Source: an optimization exercise on an open RTL-to-GDS flow (aim: small area, a short achievable clock period and few clock cycles per item). Production flows keep margins and buffers that such runs may drop.
The RTL was checked by simulation tests, not by an equivalence proof against the original design.
Power and IR drop assume default switching activity.

==> job 5701: inputs <==
Design mdu36, start of the top module:
module mdu36 (
    input  wire        clk,
    input  wire        rst,
    input  wire        start,
    input  wire [3:0]  op,
    input  wire        ctm,
    input  wire [35:0] a,
    input  wire [35:0] b,
    input  wire [71:0] c,
    output wire        ready,
    output reg         done,
    output wire [35:0] result,
    output wire [35:0] result_hi,
    output reg         dz,
    output reg         ovf,
    output reg         trap
);
make LEC_CHECK=0 CAP_MARGIN=20 CORE_MARGIN=2 CORE_UTILIZATION=40 SETUP_SLACK_MARGIN=5 SLEW_MARGIN=20 finish   # period 13.0 ns
run.sh (not shown) runs the stock make flow with config.mk's settings and CLKGATE_MAP_FILE= SYNTH_SCRIPT=/design/flow/synth_recipe.tcl, a recipe that flattens the netlist after the stock synthesis.
==> job 7078: changes against job 5701 <==
--- a/flow/design.v
+++ b/flow/design.v
@@ -2738,24 +2738,17 @@
     wire [71:0] psum = f_s + {f_c[70:0], 1'b0};
     wire        a_neg = in_signed & a[35];
     wire        b_neg = in_signed & b[35];
     wire [35:0] a_mag = a_neg ? (~a + 36'd1) : a;
     wire [35:0] b_mag = b_neg ? (~b + 36'd1) : b;
     wire        bzero = (b == 36'd0);
     wire        in_ovf = in_signed & (a == 36'h800000000) & (b == 36'hFFFFFFFFF);
-    function [5:0] lzc36(input [35:0] x);
-        integer i;
-        begin
-            lzc36 = 6'd36;
-            for (i = 0; i < 36; i = i + 1)
-                if (x[i]) lzc36 = 6'd35 - i;
-        end
-    endfunction
-    wire [5:0]  lza = lzc36(a ^ {36{a_neg}});
-    wire [5:0]  lzb = lzc36(b ^ {36{b_neg}});
+    wire [5:0]  lza, lzb;
+    mdu36_lzc u_lza (.x(a ^ {36{a_neg}}), .n(lza));
+    mdu36_lzc u_lzb (.x(b ^ {36{b_neg}}), .n(lzb));
     wire [6:0]  kd  = {1'b0, lzb} - {1'b0, lza} + {6'd0, a_neg};
     wire        kneg = kd[6];
     wire [41:0] b_sh3  = {{(42-39){1'b0}}, b_mag, 3'b000};
     wire [41:0] d_init = b_sh3 << {kd[5:2], 2'b00};
     wire [3:0]  dit    = {1'b0, kd[5:2]} + 4'd1;
     reg  [41:0] sqb;
     reg  [3:0]  sqit;
@@ -2801,23 +2794,25 @@
             default: begin sqb = 42'd0; sqit = 4'd0; end
         endcase
     end
     wire [3:0]  it_init = in_sqrt ? sqit : ((bzero | kneg) ? 4'd0 : dit);
     reg  [35:0] dr;           
     reg  [41:0] dd;           
     reg  [41:0] dq;           
+    reg  [35:0] dz_q;         
     reg  [3:0]  itc;          
     reg  [3:0]  tcnt;         
     reg         ctm_r, negq_r, negr_r;
     wire [35:0] r0 = dr;
     wire [41:0] d0 = dd;
     wire [41:0] q0 = dq;
-    wire [41:0] s0_x1  = d0 | ({42{sq_r}} & q0);
-    wire [41:0] s0_x2a = {1'b0, d0[41:1]} | ({42{sq_r}} & {2'b00, q0[41:2]});
-    wire [41:0] s0_x2b = {1'b0, d0[41:1]} | ({42{sq_r}} & (q0 | {2'b00, q0[41:2]}));
+    wire [35:0] z0 = dz_q;
+    wire [41:0] s0_x1  = d0 | q0;
+    wire [41:0] s0_x2a = {1'b0, d0[41:1]} | {2'b00, q0[41:2]};
+    wire [41:0] s0_x2b = {1'b0, d0[41:1]} | q0 | {2'b00, q0[41:2]};
     wire        s0_o1  = |s0_x1[41:36];
     wire        s0_o2a = |s0_x2a[41:36];
     wire        s0_o2b = |s0_x2b[41:36];
     wire [36:0] s0_t1  = {1'b0, r0} - {1'b0, s0_x1[35:0]};
     wire [36:0] s0_t2a = {1'b0, r0} - {1'b0, s0_x2a[35:0]};
     wire [37:0] s0_ca = {2'b00, s0_x1[35:0]};
     wire [37:0] s0_cb = {2'b00, s0_x2b[35:0]};
@@ -2828,20 +2823,21 @@
     wire        s0_c1  = ~s0_o1 & ~s0_t1[36];
     wire        s0_c2a = ~s0_o2a & ~s0_t2a[36];
     wire        s0_c2b = ~s0_o1 & ~s0_o2b & s0_u[37];
     wire        s0_g2  = s0_c1 ? s0_c2b : s0_c2a;
     wire [35:0] r1 = s0_c1 ? (s0_c2b ? ~s0_u[35:0] : s0_t1[35:0])
                               : (s0_c2a ? s0_t2a[35:0] : r0);
     wire [41:0] d1 = {2'b00, d0[41:2]} |
-                      ({42{sq_r & s0_c1}} & {1'b0, q0[41:1]}) |
-                      ({42{sq_r & s0_g2}} & {2'b00, q0[41:2]});
-    wire [41:0] q1 = sq_r ? {4'b0000, q0[41:4]} : {q0[39:0], s0_c1, s0_g2};
-    wire [41:0] s1_x1  = d1 | ({42{sq_r}} & q1);
-    wire [41:0] s1_x2a = {1'b0, d1[41:1]} | ({42{sq_r}} & {2'b00, q1[41:2]});
-    wire [41:0] s1_x2b = {1'b0, d1[41:1]} | ({42{sq_r}} & (q1 | {2'b00, q1[41:2]}));
+                      ({42{s0_c1}} & {1'b0, q0[41:1]}) |
+                      ({42{s0_g2}} & {2'b00, q0[41:2]});
+    wire [41:0] q1 = {4'b0000, q0[41:4]};
+    wire [35:0] z1 = {z0[33:0], s0_c1, s0_g2};
+    wire [41:0] s1_x1  = d1 | q1;
+    wire [41:0] s1_x2a = {1'b0, d1[41:1]} | {2'b00, q1[41:2]};
+    wire [41:0] s1_x2b = {1'b0, d1[41:1]} | q1 | {2'b00, q1[41:2]};
     wire        s1_o1  = |s1_x1[41:36];
     wire        s1_o2a = |s1_x2a[41:36];
     wire        s1_o2b = |s1_x2b[41:36];
     wire [36:0] s1_t1  = {1'b0, r1} - {1'b0, s1_x1[35:0]};
     wire [36:0] s1_t2a = {1'b0, r1} - {1'b0, s1_x2a[35:0]};
     wire [37:0] s1_ca = {2'b00, s1_x1[35:0]};
     wire [37:0] s1_cb = {2'b00, s1_x2b[35:0]};
@@ -2852,27 +2848,30 @@
     wire        s1_c1  = ~s1_o1 & ~s1_t1[36];
     wire        s1_c2a = ~s1_o2a & ~s1_t2a[36];
     wire        s1_c2b = ~s1_o1 & ~s1_o2b & s1_u[37];
     wire        s1_g2  = s1_c1 ? s1_c2b : s1_c2a;
     wire [35:0] r2 = s1_c1 ? (s1_c2b ? ~s1_u[35:0] : s1_t1[35:0])
                               : (s1_c2a ? s1_t2a[35:0] : r1);
     wire [41:0] d2 = {2'b00, d1[41:2]} |
-                      ({42{sq_r & s1_c1}} & {1'b0, q1[41:1]}) |
-                      ({42{sq_r & s1_g2}} & {2'b00, q1[41:2]});
-    wire [41:0] q2 = sq_r ? {4'b0000, q1[41:4]} : {q1[39:0], s1_c1, s1_g2};
+                      ({42{s1_c1}} & {1'b0, q1[41:1]}) |
+                      ({42{s1_g2}} & {2'b00, q1[41:2]});
+    wire [41:0] q2 = {4'b0000, q1[41:4]};
+    wire [35:0] z2 = {z1[33:0], s1_c1, s1_g2};
     wire        running = busy & (itc != 4'd0);
     always @(posedge clk) begin
         if (acc & ~in_mul) begin
             dr <= a_mag;
             dd <= in_sqrt ? 42'd0 : d_init;
-            dq <= in_sqrt ? sqb : (bzero ? {{(42-36){1'b0}}, a_mag} : 42'd0);
+            dq <= in_sqrt ? sqb : 42'd0;
+            dz_q <= bzero ? a_mag : 36'd0;
         end else if (running) begin
             dr <= r2;
             dd <= d2;
             dq <= q2;
+            dz_q <= z2;
         end
     end
     always @(posedge clk) begin
         if (acc) begin
             mq_r   <= in_mulq;
             sat_r  <= in_mulq & (a == 36'h800000000) & (b == 36'h800000000);
             mul_r  <= in_mul;
@@ -2907,14 +2906,54 @@
                 if (ctm_r ? (tcnt == 4'd1) : (itc == 4'd1)) begin
                     busy <= 1'b0;
                     done <= 1'b1;
                 end
             end
         end
     end
-    wire [35:0] dsel   = rem_r ? dr : (sq_r ? dd[35:0] : dq[35:0]);
+    wire [35:0] dsel   = rem_r ? dr : (sq_r ? dd[35:0] : dz_q);
     wire        dneg   = rem_r ? negr_r : negq_r;
     wire [35:0] divres = dneg ? (~dsel + 36'd1) : dsel;
     wire [35:0] mqres  = sat_r ? 36'h7FFFFFFFF : psum[70:35];
     assign result    = mul_r ? (mq_r ? mqres : psum[35:0]) : divres;
     assign result_hi = psum[71:36];
 endmodule
+module mdu36_lzc (
+    input  wire [35:0] x,
+    output wire [5:0]  n
+);
+    wire [63:0] w = {x, 1'b1, 27'd0};
+    wire [31:0] v1;
+    wire [31:0] c1;
+    wire [15:0] v2;
+    wire [31:0] c2;
+    wire [7:0]  v3;
+    wire [23:0] c3;
+    wire [3:0]  v4;
+    wire [15:0] c4;
+    wire [1:0]  v5;
+    wire [9:0]  c5;
+    genvar i;
+    generate
+        for (i = 0; i < 32; i = i + 1) begin : g1
+            assign v1[i] = w[2*i+1] | w[2*i];
+            assign c1[i] = ~w[2*i+1];
+        end
+        for (i = 0; i < 16; i = i + 1) begin : g2
+            assign v2[i] = v1[2*i+1] | v1[2*i];
+            assign c2[2*i+1:2*i] = v1[2*i+1] ? {1'b0, c1[2*i+1]} : {1'b1, c1[2*i]};
+        end
+        for (i = 0; i < 8; i = i + 1) begin : g3
+            assign v3[i] = v2[2*i+1] | v2[2*i];
+            assign c3[3*i+2:3*i] = v2[2*i+1] ? {1'b0, c2[4*i+3:4*i+2]} : {1'b1, c2[4*i+1:4*i]};
+        end
+        for (i = 0; i < 4; i = i + 1) begin : g4
+            assign v4[i] = v3[2*i+1] | v3[2*i];
+            assign c4[4*i+3:4*i] = v3[2*i+1] ? {1'b0, c3[6*i+5:6*i+3]} : {1'b1, c3[6*i+2:6*i]};
+        end
+        for (i = 0; i < 2; i = i + 1) begin : g5
+            assign v5[i] = v4[2*i+1] | v4[2*i];
+            assign c5[5*i+4:5*i] = v4[2*i+1] ? {1'b0, c4[8*i+7:8*i+4]} : {1'b1, c4[8*i+3:8*i]};
+        end
+    endgenerate
+    assign n = v5[1] ? {1'b0, c5[9:5]} : {1'b1, c5[4:0]};
+endmodule
==> notes.md <==
| metric | job 7078 | job 5701 |
|---|---|---|
| Die outline width | 412 um | 422 um |
| Post-CTS Repair Setup Buffers | 58 | 141 |
| Multi-input gate share of total cell area | 72.4% | 72.4% |
| Repair and plain buffers | 521 | 700 |
| Antenna Cells | 7 | 12 |
| Number of resized instances in the post-cts repair step | 147 | 458 |
| Layout net count | 9152 | 9789 |
| Slew at the pin closest to its max-slew limit | 1170 ps | 1350 ps |
| Reg2reg setup slack | 5240 ps | 4480 ps |
| Mapped Area | 66500 um^2 | 70000 um^2 |
| Sinks on the clock net | 354 | 355 |
| Flop+latch power | 2.02 mW | 2.07 mW |
| Part of the Yosys area used for sequential elements | 12.7% | 12.1% |
| DRT iter0 DRCs | 7760 | 8733 |
| Total Power Consumption | 23.4 mW | 26.2 mW |
| Final worst path period share | 61.1% | 65.6% |
| Post-Synthesis Net Count | 9171 | 9686 |
| Run status | timing/DRC/antenna clean | timing/DRC/antenna clean |
Testbench counts of job 5701, summed over its fixed seeds: cycles 24,010, ops 16,000.
Testbench counts of job 7078, summed over its fixed seeds: cycles 24,010, ops 16,000.

==> afterwards: timing with drivers on the ports <==
In the flow no input, the clock included, has a driving cell. The finished layouts below were timed again as built, in two steps.
Step 1: set_driving_cell puts a clkbuf_16 on clk and a buf_2 on each other input, an assumption about the parent block.
Step 2 also shifts input and output timing later by t, the mid clock arrival at the registers, as if the neighbouring blocks saw the same clock.
a / b / c = no drivers / after step 1 / after step 2; a / b = the first two.
run	t (ns)	setup slack, ns	latest minus earliest clock arrival (ns)	worst register clock-pin slew, ns
job 5701	0.768	4.477 / 4.477 / 4.337	0.053 / 0.053	0.07 / 0.07
job 7078	0.718	5.052 / 4.964 / 4.443	0.036 / 0.036	0.07 / 0.07
After both steps setup and hold are still met in every run listed. For job 7078, which loses most, drivers alone change the setup slack by -0.088 ns; drivers and shift together by -0.609 ns.
